This is an optimization exercise on Yosys and OpenROAD, whose aim is small area, not a production implementation. In this exercise RTL edits were held to simulation tests only and were not proved equivalent to the original.

**flow/run.sh**
```bash
#!/bin/bash
# synth_recipe.tcl (not shown) runs the flow's synth.tcl, then flattens the netlist and writes it again
# the make line also repeats each setting of config.mk as NAME=value (left out here)
make -C /OpenROAD-flow-scripts/flow DESIGN_CONFIG=/design/flow/config.mk WORK_HOME=/design/flow/orfs CLKGATE_MAP_FILE= SYNTH_SCRIPT=/design/flow/synth_recipe.tcl finish
```
**flow/config.mk**
```make
export PLATFORM = sky130hd
export DESIGN_NAME = graft_core
export DESIGN_NICKNAME = graft_core
export VERILOG_FILES = /design/flow/design.v
export SDC_FILE = /design/flow/constraint.sdc
export NUM_CORES = 8
export LEC_CHECK = 0
export ABC_AREA = 1
export ABC_CLOCK_PERIOD_IN_PS = 9000
export CAP_MARGIN = 20
export CORE_MARGIN = 2
export CORE_UTILIZATION = 40
export CTS_BUF_LIST = sky130_fd_sc_hd__clkbuf_8
export CTS_CLUSTER_DIAMETER = 50
export CTS_CLUSTER_SIZE = 16
export GPL_ROUTABILITY_DRIVEN = 1
export PLACE_DENSITY_LB_ADDON = 0.3
export SLEW_MARGIN = 20
```
**flow/constraint.sdc**
```tcl
create_clock -name core_clock -period 9.0 [get_ports {clk}]
set_input_delay 1.8000 -clock core_clock [delete_from_list [all_inputs] [get_ports {clk}]]
set_output_delay 1.8000 -clock core_clock [all_outputs]
set_load 0.01 [all_outputs]
```
**flow/design.v**
```verilog
module aes_sbox (
    input  wire [7:0] a,
    output wire [7:0] y
);
  wire U0=a[7],U1=a[6],U2=a[5],U3=a[4],U4=a[3],U5=a[2],U6=a[1],U7=a[0];
  wire T1=U0^U3, T2=U0^U5, T3=U0^U6, T4=U3^U5, T5=U4^U6, T6=T1^T5, T7=U1^U2, T8=U7^T6;
  wire T9=U7^T7, T10=T6^T7, T11=U1^U5, T12=U2^U5, T13=T3^T4, T14=T6^T11, T15=T5^T11;
  wire T16=T5^T12, T17=T9^T16, T18=U3^U7, T19=T7^T18, T20=T1^T19, T21=U6^U7, T22=T7^T21;
  wire T23=T2^T22, T24=T2^T10, T25=T20^T17, T26=T3^T16, T27=T1^T12;
  wire M1=T13&T6, M2=T23&T8, M3=T14^M1, M4=T19&U7, M5=M4^M1, M6=T3&T16, M7=T22&T9;
  wire M8=T26^M6, M9=T20&T17, M10=M9^M6, M11=T1&T15, M12=T4&T27, M13=M12^M11;
  wire M14=T2&T10, M15=M14^M11, M16=M3^M2, M17=M5^T24, M18=M8^M7, M19=M10^M15;
  wire M20=M16^M13, M21=M17^M15, M22=M18^M13, M23=M19^T25, M24=M22^M23, M25=M22&M20;
  wire M26=M21^M25, M27=M20^M21, M28=M23^M25, M29=M28&M27, M30=M26&M24, M31=M20&M23;
  wire M32=M27&M31, M33=M27^M25, M34=M21&M22, M35=M24&M34, M36=M24^M25, M37=M21^M29;
  wire M38=M32^M33, M39=M23^M30, M40=M35^M36, M41=M38^M40, M42=M37^M39, M43=M37^M38;
  wire M44=M39^M40, M45=M42^M41, M46=M44&T6, M47=M40&T8, M48=M39&U7, M49=M43&T16;
  wire M50=M38&T9, M51=M37&T17, M52=M42&T15, M53=M45&T27, M54=M41&T10, M55=M44&T13;
  wire M56=M40&T23, M57=M39&T19, M58=M43&T3, M59=M38&T22, M60=M37&T20, M61=M42&T1;
  wire M62=M45&T4, M63=M41&T2;
  wire L0=M61^M62, L1=M50^M56, L2=M46^M48, L3=M47^M55, L4=M54^M58, L5=M49^M61;
  wire L6=M62^L5, L7=M46^L3, L8=M51^M59, L9=M52^M53, L10=M53^L4, L11=M60^L2;
  wire L12=M48^M51, L13=M50^L0, L14=M52^M61, L15=M55^L1, L16=M56^L0, L17=M57^L1;
  wire L18=M58^L8, L19=M63^L4, L20=L0^L1, L21=L1^L7, L22=L3^L12, L23=L18^L2;
  wire L24=L15^L9, L25=L6^L10, L26=L7^L9, L27=L8^L10, L28=L11^L14, L29=L11^L17;
  assign y[7]=L6^L24; assign y[6]=~(L16^L26); assign y[5]=~(L19^L28); assign y[4]=L6^L21;
  assign y[3]=L20^L22; assign y[2]=L25^L29; assign y[1]=~(L13^L27); assign y[0]=~(L6^L23);
endmodule
module graft_core (
    input  wire         clk,
    input  wire         rst,             
    input  wire         start,           
    input  wire         op,              
    input  wire         erase,           
    input  wire [255:0] root_key,
    input  wire         root_256,        
    input  wire [7:0]   kind,
    input  wire [63:0]  eui,
    input  wire [7:0]   epoch_rec,       
    input  wire [1:0]   epoch_sc,        
    input  wire         epoch_resolve,   
    output wire         busy,
    output wire         done,
    output wire         nokey,
    output wire [127:0] key_out
);
  function [7:0] xtime;
    input [7:0] b;
    xtime = {b[6:0], 1'b0} ^ (b[7] ? 8'h1b : 8'h00);
  endfunction
  function [7:0] slot_flags;
    input [4:0] r;
    input       k256;
    reg   [4:0] r0;
    begin
      r0 = k256 ? 5'd0 : 5'd4;
      slot_flags = {r >= r0 && r <= 5'd14,
                    r == r0,
                    r == 5'd14,
                    r > r0 && r < 5'd14,
                    r == r0,
                    k256 && r == 5'd1,
                    !k256 || !r[0],
                    r == 5'd19};
    end
  endfunction
  reg         busy_r;
  reg         done_r;
  reg         op_r;
  reg         nokey_pend;   
  reg         k1_valid;
  reg         klen;         
  reg [4:0]   oh;           
  reg [4:0]   rd;           
  reg         f_aes, f_first, f_last, f_mc, f_plo, f_phi, f_rot, f_fin;
  reg [39:0]  row0;         
  reg [31:0]  row1;
  reg [31:0]  row2;
  reg [31:0]  row3;
  reg [319:0] kreg;         
  reg [127:0] k1r;          
  reg [1:0]   kph;          
  reg [3:0]   ksel;         
  assign busy  = busy_r;
  assign done  = done_r;
  assign nokey = nokey_pend;
  wire ph0    = oh[0];
  wire ccyc   = f_aes && !ph0;                 
  wire finish = busy_r && f_fin && ph0;        
  wire accept = start && !busy_r;
  wire [31:0] kw0 = kreg[31:0];
  wire [31:0] kw5 = kreg[191:160];
  wire [31:0] kw8 = kreg[287:256];
  wire [31:0] kw9 = kreg[319:288];      
  wire [3:0] ridx = klen ? {1'b0, rd[4:1]} : rd[3:0] - 4'd4;
  reg  [7:0] rcon;
  always @(*) begin
    case (ridx)
      4'd1:    rcon = 8'h01;
      4'd2:    rcon = 8'h02;
      4'd3:    rcon = 8'h04;
      4'd4:    rcon = 8'h08;
      4'd5:    rcon = 8'h10;
      4'd6:    rcon = 8'h20;
      4'd7:    rcon = 8'h40;
      4'd8:    rcon = 8'h80;
      4'd9:    rcon = 8'h1b;
      4'd10:   rcon = 8'h36;
      default: rcon = 8'h00;
    endcase
  end
  wire [3:0] plo = {4{f_plo}} & oh[3:0];
  wire [3:0] phi = {4{f_phi}} & oh[3:0];
  wire [31:0] pword = ({32{plo[0]}} & root_key[255:224]) | ({32{plo[1]}} & root_key[223:192]) |
                      ({32{plo[2]}} & root_key[191:160]) | ({32{plo[3]}} & root_key[159:128]) |
                      ({32{phi[0]}} & root_key[127:96])  | ({32{phi[1]}} & root_key[95:64]) |
                      ({32{phi[2]}} & root_key[63:32])   | ({32{phi[3]}} & root_key[31:0]);
  wire        portw = f_plo || f_phi;
  wire [31:0] diag  = {row0[7:0], row1[7:0], row2[7:0], row3[7:0]};
  wire [31:0] sb_in = ph0 ? kw8 : diag;
  wire [31:0] sb_out;
  genvar gi;
  generate
    for (gi = 0; gi < 4; gi = gi + 1) begin : g_sbox
      aes_sbox u_sbox (.a(sb_in[8*gi +: 8]), .y(sb_out[8*gi +: 8]));
    end
  endgenerate
  wire [31:0] kf    = ({32{ph0 &&  f_rot}} & ({sb_out[23:0], sb_out[31:24]} ^ {rcon, 24'd0})) |
                      ({32{ph0 && !f_rot}} & sb_out) |
                      ({32{!ph0}} & kw9);
  wire [31:0] khead = klen ? kw0 : kw5;
  wire [31:0] kin   = pword | ((khead ^ kf) & {32{!portw}});
  wire        lwr  = busy_r && !op_r && f_last && !ph0;        
  wire [31:0] lw_k = ({32{ksel[0]}} & k1r[31:0])  | ({32{ksel[1]}} & k1r[63:32]) |
                     ({32{ksel[2]}} & k1r[95:64]) | ({32{ksel[3]}} & k1r[127:96]);
  wire        ln31 = (ksel[3] & k1r[31]) | (ksel[0] & k1r[63]) |   
                     (ksel[1] & k1r[95]) | (ksel[2] & k1r[127]);
  wire        l3   = oh[4];                                     
  wire [31:0] k1w  = {lw_k[30:0], ln31} ^ {24'd0, l3 & ln31, 4'd0, l3 & ln31, l3 & ln31, 1'b0};
  wire [7:0]  a0 = sb_out[31:24], a1 = sb_out[23:16], a2 = sb_out[15:8], a3 = sb_out[7:0];
  wire [7:0]  p01 = a0 ^ a1, p12 = a1 ^ a2, p23 = a2 ^ a3;
  wire [7:0]  tt = p01 ^ p23;
  wire [7:0]  u0 = tt ^ xtime(p01), u1 = tt ^ xtime(p12), xt = xtime(tt);
  wire [31:0] u = {u0, u1, u0 ^ xt, u1 ^ xt};
  wire [31:0] col = (f_first ? diag ^ k1w : sb_out) ^ kw9 ^ (u & {32{f_mc}});
  wire [1:0] ep_d    = epoch_sc - epoch_rec[1:0];
  wire [7:0] ep_full = !epoch_resolve ? epoch_rec :
                       (ep_d == 2'd3) ? epoch_rec - 8'd1 :
                                        epoch_rec + {6'd0, ep_d};
  wire [127:0] msg  = {8'h01, 8'h59, 8'h4c, kind, 8'h00, eui, ep_full, 8'h00, 8'h80};
  wire [127:0] init = (op && !busy_r) ? msg : 128'd0;
  wire         load = accept || (finish && nokey_pend);
  function [7:0] bsel;
    input [127:0] x;
    input integer c;
    input integer r;
    bsel = x[127 - 8*(4*c + r) -: 8];
  endfunction
  wire [39:0] init0 = {bsel(init, 3, 0), bsel(init, 2, 0), bsel(init, 1, 0), bsel(init, 0, 0), 8'd0};
  wire [31:0] init1 = {bsel(init, 2, 1), bsel(init, 1, 1), bsel(init, 0, 1), bsel(init, 3, 1)};
  wire [31:0] init2 = {bsel(init, 1, 2), bsel(init, 0, 2), bsel(init, 3, 2), bsel(init, 2, 2)};
  wire [31:0] init3 = {bsel(init, 0, 3), bsel(init, 3, 3), bsel(init, 2, 3), bsel(init, 1, 3)};
  assign key_out = {row0[7:0],   row1[31:24], row2[23:16], row3[15:8],
                    row0[15:8],  row1[7:0],   row2[31:24], row3[23:16],
                    row0[23:16], row1[15:8],  row2[7:0],   row3[31:24],
                    row0[31:24], row1[23:16], row2[15:8],  row3[7:0]};
  always @(posedge clk) begin
    kreg <= {kin, kreg[319:32]};
    k1r  <= {lwr ? col : k1r[31:0], k1r[127:32]};
    kph  <= (lwr && oh[1]) ? 2'd1 : kph + 2'd1;
    if (ccyc) begin
      row0 <= {col[31:24], row0[39:8]};
      row1 <= {col[23:16], row1[31:8]};
      row2 <= {col[15:8],  row2[31:8]};
      row3 <= {col[7:0],   row3[31:8]};
    end else if (load) begin
      row0 <= init0;
      row1 <= init1;
      row2 <= init2;
      row3 <= init3;
    end else begin
      row0 <= {row0[7:0],  row0[39:8]};
      row1 <= {row1[7:0],  row1[31:8]};
      row2 <= {row2[15:0], row2[31:16]};
      row3 <= {row3[23:0], row3[31:24]};
    end
  end
  always @(posedge clk) begin
    if (busy_r && !rst && !erase) begin
      oh <= {oh[3:0], oh[4]};
      if (oh[4]) begin
        rd <= rd + 5'd1;
        {f_aes, f_first, f_last, f_mc, f_plo, f_phi, f_rot, f_fin} <= slot_flags(rd + 5'd1, klen);
      end
    end else begin
      oh <= 5'b00001;
      rd <= 5'd0;
      {f_aes, f_first, f_last, f_mc, f_plo, f_phi, f_rot, f_fin} <= slot_flags(5'd0, root_256);
    end
    if (accept) begin
      op_r       <= op;
      klen       <= root_256;
      nokey_pend <= op && !k1_valid;
      ksel       <= op ? 4'd1 << (2'd2 - kph) : 4'd0;
    end
    if (rst || erase) begin
      busy_r   <= 1'b0;
      done_r   <= 1'b0;
      k1_valid <= 1'b0;
    end else begin
      done_r <= finish;
      if (accept)
        busy_r <= 1'b1;
      else if (finish) begin
        busy_r <= 1'b0;
        if (!op_r)
          k1_valid <= 1'b1;
      end
    end
  end
endmodule
```
==> results.cfg <==
[timing]
fin_skew_ps = 45.9
final-setup-viol-count = 0
fin_crit_sh_pct = 76.2
slew_headroom_pct = 28.4
rsz0062_at_grt = no
hold_slack_ps = 307
worstMarginPinSlew_ps = 1070
drv_slew = 0
hold_viol = 0
finalSetupTns_ps = 0
timing.final.ws_setup_ps = 2140
fmax_ghz = 0.146
fin_crit_ps = 6860

[clocking]
cts_max_level = 2
clkTransAtPathRegs_ps = 100
cts_buffers = 57
post-cts-setup-buffers = 0
cts_resized = 0
cts_max_path_buffers = 3
cts.sinks = 613
root_buffer = clkbuf_8
cts_tree = done
hold_buffers = 0
clk_latency_ps = 710

[layout]
layout.cells.non_filler = 5766
drive_gt1_share_pct = 7.33
n_fill_cell = 7484
area_growth_pct = 21.8
regArea_sq_um = 12400
design.final.nets = 5121
final_area_sq_um = 37100
multi_input_area_sq_um = 15900
utilization_pct = 49.0

[detailed_routing]
viasPerCell = 5.24
drtIter0Drc = 2758
drc = 0
vias = 30200
wl_per_cell_um = 19.6
antenna_left = 0
firstDrtPassIters = 6
routed_wl_um = 113000

[place]
dpl_cell_area_sq_um = 35800
portBuffers = 475
dp_cells = 5667
place_congestion = 0.997
dp_slack_ps = 2300
hpwl_um = 90000

[yosys]
synthArstFlopShare_pct = 0
synth_top_cell_by_area = dfxtp_1
synth.top_cell.area_share_pct = 39.7
synth_area_leaders = dfxtp_1, nand2_1, nand3_1
ys.flop_type = dfxtp_1
yosysWarnings = 1
synth_edf_count = 10
syn-mean-instance-area_sq_um = 7.02
yosys.cell_types.count = 55
synthesis.nets = 4704
ys_seq_area_share_pct = 40.7
syn-cell-area_sq_um = 30400
syn_inst = 4332
ys_seq_elements = 613

[floorplan]
start_util_pct = 40.2
coreArea_sq_um = 75600
num_rows = 101
ios = 476
die_h_um = 280
die_x_um = 280
die-area_sq_um = 78300

[global_route]
antenna_found_initial = 2
grt_pass1_vias = 27800
gr-total-overflow = 0
gr-usage-all-layers_pct = 28.0
grt_pass1_wl_um = 168000
grt_max_degree = 86

[worst_setup_path]
crit_arrival_ps = 7510
crit_path_frequent_cell = nand2_1
critPathMaxStageDelay_ps = 960
criticalPathCategory = flip-flop to flip-flop
critPathSlowestCell = dfxtp_4
reg2reg_depth = 41
crit_required_ps = 9650
start_kind = flip-flop
r2r_end = row3[31]$_DFF_P_
crit_fanout = 85
r2r_slack_ps = 2140
r2r-start = oh[0]$_SDFF_PN1_
cp-end-kind = flip-flop

[status]
outcome = finished clean

[min_path]
hold_class = flip-flop to flip-flop
holdPathStages = 0
min_to = kreg[206]$_DFF_P_
hp-start = kreg[238]$_DFF_P_

[flow_run]
cap_violations = 0
synthesized netlist by cell type (all sizes together), types with 49 or more instances:
master,number
xor2,113
xnor2,52
buf,63
nand4,49
a221oi,81
nand2,1944
inv,363
o21ai,146
nor2,152
a22o,54
nand3,375
dfxtp,603
clkbuf,79
per-layer routing:
layer,vias to the layer above,global-route usage [%],wire [um]
li1,14800,-,-
met4,2,12.3,5360
met3,261,3.49,7270
met2,1184,45.4,51400
met5,-,0,13
met1,14000,37.3,48900
worst max path at each step:
| stage | to | start | depth (start not counted) | slack, ps |
|---|---|---|---|---|
| floorplan | row3[27]$_DFF_P_ | oh[0]$_SDFF_PN1_ | 41 | 4580 |
| global placement | row3[25]$_DFF_P_ | oh[0]$_SDFF_PN1_ | 40 | 2400 |
| detailed placement | k1r[124]$_DFF_P_ | oh[0]$_SDFF_PN1_ | 37 | 2300 |
| CTS | k1r[124]$_DFF_P_ | oh[0]$_SDFF_PN1_ | 37 | 2240 |
| global route | row3[31]$_DFF_P_ | oh[0]$_SDFF_PN1_ | 39 | 1410 |
| finish | row3[31]$_DFF_P_ | oh[0]$_SDFF_PN1_ | 41 | 2140 |
placed cells by master, fill, tap and decap left out, drive strengths merged, types with 61 or more instances in the layout:
cell,instances
inv,379
o21ai,146
xor2,113
nand2,1944
nor2,152
dfxtp,603
a221oi,81
clkdlybuf4s50,475
nand3,375
clkbuf,61
state kept, by name, summed over array words and instances, names as in the netlist:
register    cells
ksel            4
oh              5
f_mc            1
op_r            1
f_rot           1
kreg          320
row2           32
row3           32
rd              5
k1r           128
done_r          1
nokey_pend      1
k1_valid        1
kph             2
f_aes           1
f_plo           1
f_fin           1
klen            1
f_last          1
row1           32
busy_r          1
row0           40
f_phi           1
critical path: cells and delay by family (launching register included):
kind / cells / cell delay [ps]
DFF: 1 / 960
and+or+nand+nor: 31 / 3570
AOI/OAI and AO/OA: 1 / 230
adders and majority gates: 1 / 290
xor gates and xnor gates: 2 / 470
buffers and inverters: 6 / 1230
layout make-up:
class / count / area share [%]
Antenna cell: 1 / 0.00675
Clock buffer: 61 / 2.27
Clock inverter: 36 / 0.929
Inverter: 369 / 3.74
Multi-Input combinational cell: 3208 / 43.0
Sequential cell: 613 / 33.4
Tap cell: 978 / 3.30
Timing Repair Buffer: 500 / 13.4
cells by family (layout without fill, tap and decap cells):
kind of cell	after synthesis	in the layout	synth area share [%]
fa+ha+maj	27	27	1.14
simple gates	2554	2554	35.7
xor+xnor	165	165	4.83
other cells	0	1	0
flops	613	613	40.7
buf+inv	511	966	7.01
compound gates	444	444	10.1
mux	18	18	0.592

re-timing with driven ports:
The flow's constraints put no driver on any port. The routed layout listed below was extracted and timed again, unchanged, in two steps. Step 1: set_driving_cell puts a clkbuf_16 on clk and a buf_2 on each other input, an assumption about the parent block. Step 2, shift: input delay + t, output delay - t, t = (earliest + latest rising clock arrival at the registers) / 2. This alone moves slack from input paths to output paths. Slacks: ideal / step 1 / step 2; pairs: ideal / step 1.
t, ns: 0.757
setup WS [ns]: 2.140 / 2.140 / 2.140
latest minus earliest clock arrival (ns): 0.046 / 0.046
cell pins on the clock port's net: 1
After both steps this run still meets setup and hold. The setup slack of this run moves by 0.000 ns with the drivers and by 0.000 ns with both steps.
